Context: an optimization exercise on an open-source flow, tuned for small area, a short achievable clock period and few clock cycles per item. The choices shown serve that exercise and are no tape-out recipe. In this exercise RTL edits were held to simulation tests only and were not proved equivalent to the original.

## red
==> flow/design.v <==
module cl_exit_check (
    input  wire        clk,
    input  wire        rst,           
    input  wire        in_valid,
    output wire        in_ready,
    input  wire [63:0] in_data,
    input  wire [7:0]  in_lane,
    input  wire        in_last,
    input  wire [2:0]  in_nbytes,     
    input  wire [31:0] in_crc,        
    input  wire [25:0] in_handle,     
    output reg         res_valid,
    input  wire        res_ready,
    output reg  [1:0]  res_status,    
    output wire [2:0]  res_kind,
    output reg  [15:0] res_word,
    output reg  [7:0]  res_expected,
    output reg  [7:0]  res_found,
    output reg  [25:0] res_handle,
    input  wire [1:0]  stat_clr,      
    output reg         rec_valid,
    output reg         rec_lost,
    output wire [2:0]  rec_kind,
    output reg  [25:0] rec_desc,
    output reg  [15:0] rec_word,
    output reg  [7:0]  rec_expected,
    output reg  [7:0]  rec_found,
    output reg  [15:0] cnt_residue,
    output reg  [15:0] cnt_crc,
    output reg  [15:0] cnt_poison
);
    localparam [1:0] ST_CLEAN = 2'd0, ST_FAIL = 2'd1, ST_POISON = 2'd2;
    function [31:0] crc64;
        input [63:0] u;
        begin
            crc64[0]  = ^(u & 64'h1f91caf6386f2c25);
            crc64[1]  = ^(u & 64'h3f2395ec70de584b);
            crc64[2]  = ^(u & 64'h7e472bd8e1bcb097);
            crc64[3]  = ^(u & 64'hfc8e57b1c379612e);
            crc64[4]  = ^(u & 64'he68d6595be9dee78);
            crc64[5]  = ^(u & 64'hd28b01dd4554f0d5);
            crc64[6]  = ^(u & 64'hba87c94cb2c6cd8e);
            crc64[7]  = ^(u & 64'h6a9e586f5de2b738);
            crc64[8]  = ^(u & 64'hd53cb0debbc56e71);
            crc64[9]  = ^(u & 64'hb5e8ab4b4fe5f0c6);
            crc64[10] = ^(u & 64'h74409c60a7a4cda9);
            crc64[11] = ^(u & 64'he88138c14f499b53);
            crc64[12] = ^(u & 64'hce93bb74a6fc1a83);
            crc64[13] = ^(u & 64'h82b6bc1f75971923);
            crc64[14] = ^(u & 64'h1afcb2c8d3411e63);
            crc64[15] = ^(u & 64'h35f96591a6823cc6);
            crc64[16] = ^(u & 64'h6bf2cb234d04798c);
            crc64[17] = ^(u & 64'hd7e596469a08f318);
            crc64[18] = ^(u & 64'hb05ae67b0c7eca15);
            crc64[19] = ^(u & 64'h7f2406002092b80f);
            crc64[20] = ^(u & 64'hfe480c004125701f);
            crc64[21] = ^(u & 64'he301d2f6ba25cc1b);
            crc64[22] = ^(u & 64'hd9926f1b4c24b412);
            crc64[23] = ^(u & 64'hacb514c0a0264400);
            crc64[24] = ^(u & 64'h46fbe3777823a425);
            crc64[25] = ^(u & 64'h8df7c6eef047484a);
            crc64[26] = ^(u & 64'h047e472bd8e1bcb0);
            crc64[27] = ^(u & 64'h08fc8e57b1c37961);
            crc64[28] = ^(u & 64'h11f91caf6386f2c2);
            crc64[29] = ^(u & 64'h23f2395ec70de584);
            crc64[30] = ^(u & 64'h47e472bd8e1bcb09);
            crc64[31] = ^(u & 64'h8fc8e57b1c379612);
        end
    endfunction
    function [7:0] residue;
        input [63:0] d;
        reg [10:0] s;
        reg [8:0]  t;
        reg [7:0]  r;
        integer i;
        begin
            s = 11'd0;
            for (i = 0; i < 8; i = i + 1)
                s = s + {3'b000, d[8*i +: 8]};
            t = {1'b0, s[7:0]} + {6'd0, s[10:8]};
            r = t[7:0] + {7'd0, t[8]};
            residue = (r == 8'hFF) ? 8'h00 : r;
        end
    endfunction
    wire        s1_v    = in_valid;
    wire [63:0] s1_d    = in_data;
    wire [7:0]  s1_lane = in_lane;
    wire        s1_last = in_last;
    wire [2:0]  s1_nb   = in_nbytes;
    wire [31:0] s1_crc  = in_crc;
    wire [25:0] s1_h    = in_handle;
    assign in_ready = !res_valid || res_ready;
    wire commit = in_valid && in_ready;
    always @(posedge clk) begin
        if (rst)
            res_valid <= 1'b0;
        else
            res_valid <= (commit && in_last) || (res_valid && !res_ready);
    end
    reg [31:0] crc_q;         
    reg [15:0] word_idx;      
    reg        poison_seen;
    reg        stopped;       
    reg        fail_seen;
    reg        multi;         
    reg        res_crc;       
    reg [1:0]  rec_k;         
    assign res_kind = (res_status == ST_CLEAN) ? 3'd0 : (res_crc ? 3'd6 : 3'd5);
    assign rec_kind = {rec_k[1] | rec_k[0], rec_k[1], rec_k[0]};
    wire [7:0] found     = residue(s1_d);
    wire       is_poison = (s1_lane == 8'hFF);
    wire       w_poison  = !stopped && is_poison;
    wire       w_mism    = !stopped && !is_poison && (s1_lane != found);
    wire [63:0] u   = s1_d ^ {32'd0, crc_q};
    wire [2:0]  sh  = s1_last ? (3'd0 - s1_nb) : 3'd0;
    wire [63:0] v   = u << {sh, 3'b000};
    wire [31:0] crc_next = crc64(v);
    reg  [31:0] hi;
    always @(*) begin
        case (s1_nb)
            3'd1:    hi = {8'd0,  crc_q[31:8]};
            3'd2:    hi = {16'd0, crc_q[31:16]};
            3'd3:    hi = {24'd0, crc_q[31:24]};
            default: hi = 32'd0;
        endcase
    end
    wire crc_bad = (crc_next ^ hi) != ~s1_crc;
    wire fail_before  = fail_seen || w_mism;
    wire poison_after = poison_seen || w_poison;
    wire c_mism = s1_last && (poison_after || !fail_before) && crc_bad;
    wire crc_only = !fail_before && c_mism;
    wire load_cur = !fail_seen && (w_mism || (w_poison && !poison_seen));
    wire any_m  = fail_before || c_mism;
    wire more_m = multi || (fail_seen && w_mism) || (fail_before && c_mism);
    reg [15:0] nx_word;
    reg [7:0]  nx_exp, nx_found;
    always @(*) begin
        if (crc_only) begin
            nx_word = 16'hFFFF; nx_exp = 8'd0; nx_found = 8'd0;
        end else if (load_cur) begin
            nx_word = word_idx; nx_exp = s1_lane; nx_found = found;
        end else begin
            nx_word = res_word; nx_exp = res_expected; nx_found = res_found;
        end
    end
    always @(posedge clk) begin
        if (rst) begin
            crc_q       <= 32'hFFFFFFFF;
            word_idx    <= 16'd0;
            poison_seen <= 1'b0;
            stopped     <= 1'b0;
            fail_seen   <= 1'b0;
            multi       <= 1'b0;
        end else if (commit) begin
            if (s1_last) begin
                crc_q       <= 32'hFFFFFFFF;
                word_idx    <= 16'd0;
                poison_seen <= 1'b0;
                stopped     <= 1'b0;
                fail_seen   <= 1'b0;
                multi       <= 1'b0;
            end else begin
                crc_q    <= crc_next;
                word_idx <= word_idx + 16'd1;
                if (w_mism && !poison_seen)
                    stopped <= 1'b1;
                if (w_poison)
                    poison_seen <= 1'b1;
                if (w_mism)
                    fail_seen <= 1'b1;
                if (w_mism && fail_seen)
                    multi <= 1'b1;
            end
        end
    end
    always @(posedge clk) begin
        if (commit) begin
            if (s1_last) begin
                res_handle <= s1_h;
                res_crc    <= crc_only;
                if (fail_before || c_mism)
                    res_status <= ST_FAIL;
                else if (poison_after)
                    res_status <= ST_POISON;
                else
                    res_status <= ST_CLEAN;
            end
            if (s1_last && !fail_before && !poison_after && !c_mism) begin
                res_word     <= 16'd0;
                res_expected <= 8'd0;
                res_found    <= 8'd0;
            end else begin
                res_word     <= nx_word;
                res_expected <= nx_exp;
                res_found    <= nx_found;
            end
        end
    end
    always @(posedge clk) begin
        if (rst) begin
            rec_valid    <= 1'b0;
            rec_lost     <= 1'b0;
            rec_k        <= 2'd0;
            rec_desc     <= 26'd0;
            rec_word     <= 16'd0;
            rec_expected <= 8'd0;
            rec_found    <= 8'd0;
            cnt_residue  <= 16'd0;
            cnt_crc      <= 16'd0;
            cnt_poison   <= 16'd0;
        end else begin
            if (stat_clr[0])
                rec_valid <= 1'b0;
            if (stat_clr[1])
                rec_lost <= 1'b0;
            if (commit && s1_last && any_m) begin
                if (!rec_valid || stat_clr[0]) begin
                    rec_valid    <= 1'b1;
                    rec_k        <= crc_only ? 2'b10 : 2'b01;
                    rec_desc     <= s1_h;
                    rec_word     <= nx_word;
                    rec_expected <= nx_exp;
                    rec_found    <= nx_found;
                    if (more_m)
                        rec_lost <= 1'b1;
                end else begin
                    rec_lost <= 1'b1;
                end
            end
            if (commit && w_mism && cnt_residue != 16'hFFFF)
                cnt_residue <= cnt_residue + 16'd1;
            if (commit && c_mism && cnt_crc != 16'hFFFF)
                cnt_crc <= cnt_crc + 16'd1;
            if (commit && s1_last && !fail_before && !c_mism && poison_after &&
                cnt_poison != 16'hFFFF)
                cnt_poison <= cnt_poison + 16'd1;
        end
    end
endmodule
make LEC_CHECK=0 CAP_MARGIN=30 CORE_MARGIN=2 CORE_UTILIZATION=40 SLEW_MARGIN=30 finish   # period 17.0 ns
run.sh (not shown) runs the stock make flow with config.mk's settings and CLKGATE_MAP_FILE= SYNTH_SCRIPT=/design/flow/synth_recipe.tcl, a recipe that flattens the netlist after the stock synthesis.
Testbench counts of red, summed over its fixed seeds: cycles 88,470, words 88,462.
What blue does differently from red at the input level:
-- flow/design.v --
<<< red, line 83
        end
    endfunction
    wire        s1_v    = in_valid;
    wire [63:0] s1_d    = in_data;
    wire [7:0]  s1_lane = in_lane;
    wire        s1_last = in_last;
    wire [2:0]  s1_nb   = in_nbytes;
    wire [31:0] s1_crc  = in_crc;
    wire [25:0] s1_h    = in_handle;
    assign in_ready = !res_valid || res_ready;
    wire commit = in_valid && in_ready;
    always @(posedge clk) begin
        if (rst)
            res_valid <= 1'b0;
        else
            res_valid <= (commit && in_last) || (res_valid && !res_ready);
    end
    reg [31:0] crc_q;         
>>> blue, line 83
        end
    endfunction
    reg        s1_v;
    reg [63:0] s1_d;
    reg [7:0]  s1_lane;
    reg        s1_last;
    reg [2:0]  s1_nb;
    reg [31:0] s1_crc;
    reg [25:0] s1_h;
    reg        rdy_q;
    wire blocked = res_valid && !res_ready;
    wire commit  = s1_v && !blocked;
    wire take    = in_valid && rdy_q;
    assign in_ready = rdy_q;
    wire s1_v_next  = take || (s1_v && !commit);
    wire res_v_next = (commit && s1_last) || (res_valid && !res_ready);
    always @(posedge clk) begin
        if (rst) begin
            s1_v      <= 1'b0;
            rdy_q     <= 1'b0;
            res_valid <= 1'b0;
        end else begin
            s1_v      <= s1_v_next;
            res_valid <= res_v_next;
            rdy_q     <= !s1_v_next || !res_v_next;
        end
        if (take) begin
            s1_d    <= in_data;
            s1_lane <= in_lane;
            s1_last <= in_last;
            s1_nb   <= in_nbytes;
            s1_crc  <= in_crc;
            s1_h    <= in_handle;
        end
    end
    reg [31:0] crc_q;         
Results
Result for red and blue: all clean. Wire length of the first global-routing pass in blue is 1.6% above red. blue against red: synthesized cell count went up by 99; weighted congestion reported at the end of routability-driven placement went down about 4%. As of blue, number of sequential cells in the layout had risen by more than half compared to red. Between red and blue, post-synthesis instance area increased. Going from red to blue, the fraction of final layout cells sized beyond drive strength 1 was found to have gone up by 0.67 points. Cmp red and blue / cell area after layout / higher: blue. Wire length reported by the detailed router in blue vs red: up 1.6%. Comparing the two runs side by side, blue comes out ahead of red on clock period minus worst slack. Timing endpoint of the critical path: cnt_crc[15] -> blue, rec_desc[14] -> red. The combined global-route utilization of all metal layers of blue falls short of that of red by 4.7 points.
Testbench counts of blue, summed over its fixed seeds: cycles 90,839, words 88,462.

==> static timing again, ports no longer ideal <==
How much do the figures lean on ideal ports? The routed layouts below were timed once more, with nothing changed but the port constraints. Step 1 (the two cells are an assumption about what drives the block):
set clk [get_ports {clk}]
set_driving_cell -lib_cell sky130_fd_sc_hd__clkbuf_16 $clk
set_driving_cell -lib_cell sky130_fd_sc_hd__buf_2 [delete_from_list [all_inputs] $clk]
Step 2 moves the port delays by t, midway between the first and last clock arrival at a register: inputs arrive t later, outputs are due t later. That takes back most of the time a late clock gives input paths. Three values: no drivers, after step 1, after step 2; two values: the first two.
| run | shift t [ns] | setup slack, ns | worst setup path at the end | worst register clock-pin slew, ns | cell pins on the clock port's net |
|---|---|---|---|---|---|
| red | 0.614 | 3.338 / 3.371 / 2.757 | input to register | 0.06 / 0.06 | 1 |
| blue | 0.612 | 6.809 / 6.809 / 6.809 | register to register | 0.07 / 0.07 | 1 |
After both steps setup and hold are still met in every run listed. For red, which loses most, drivers alone change the setup slack by +0.033 ns; drivers and shift together by -0.581 ns.
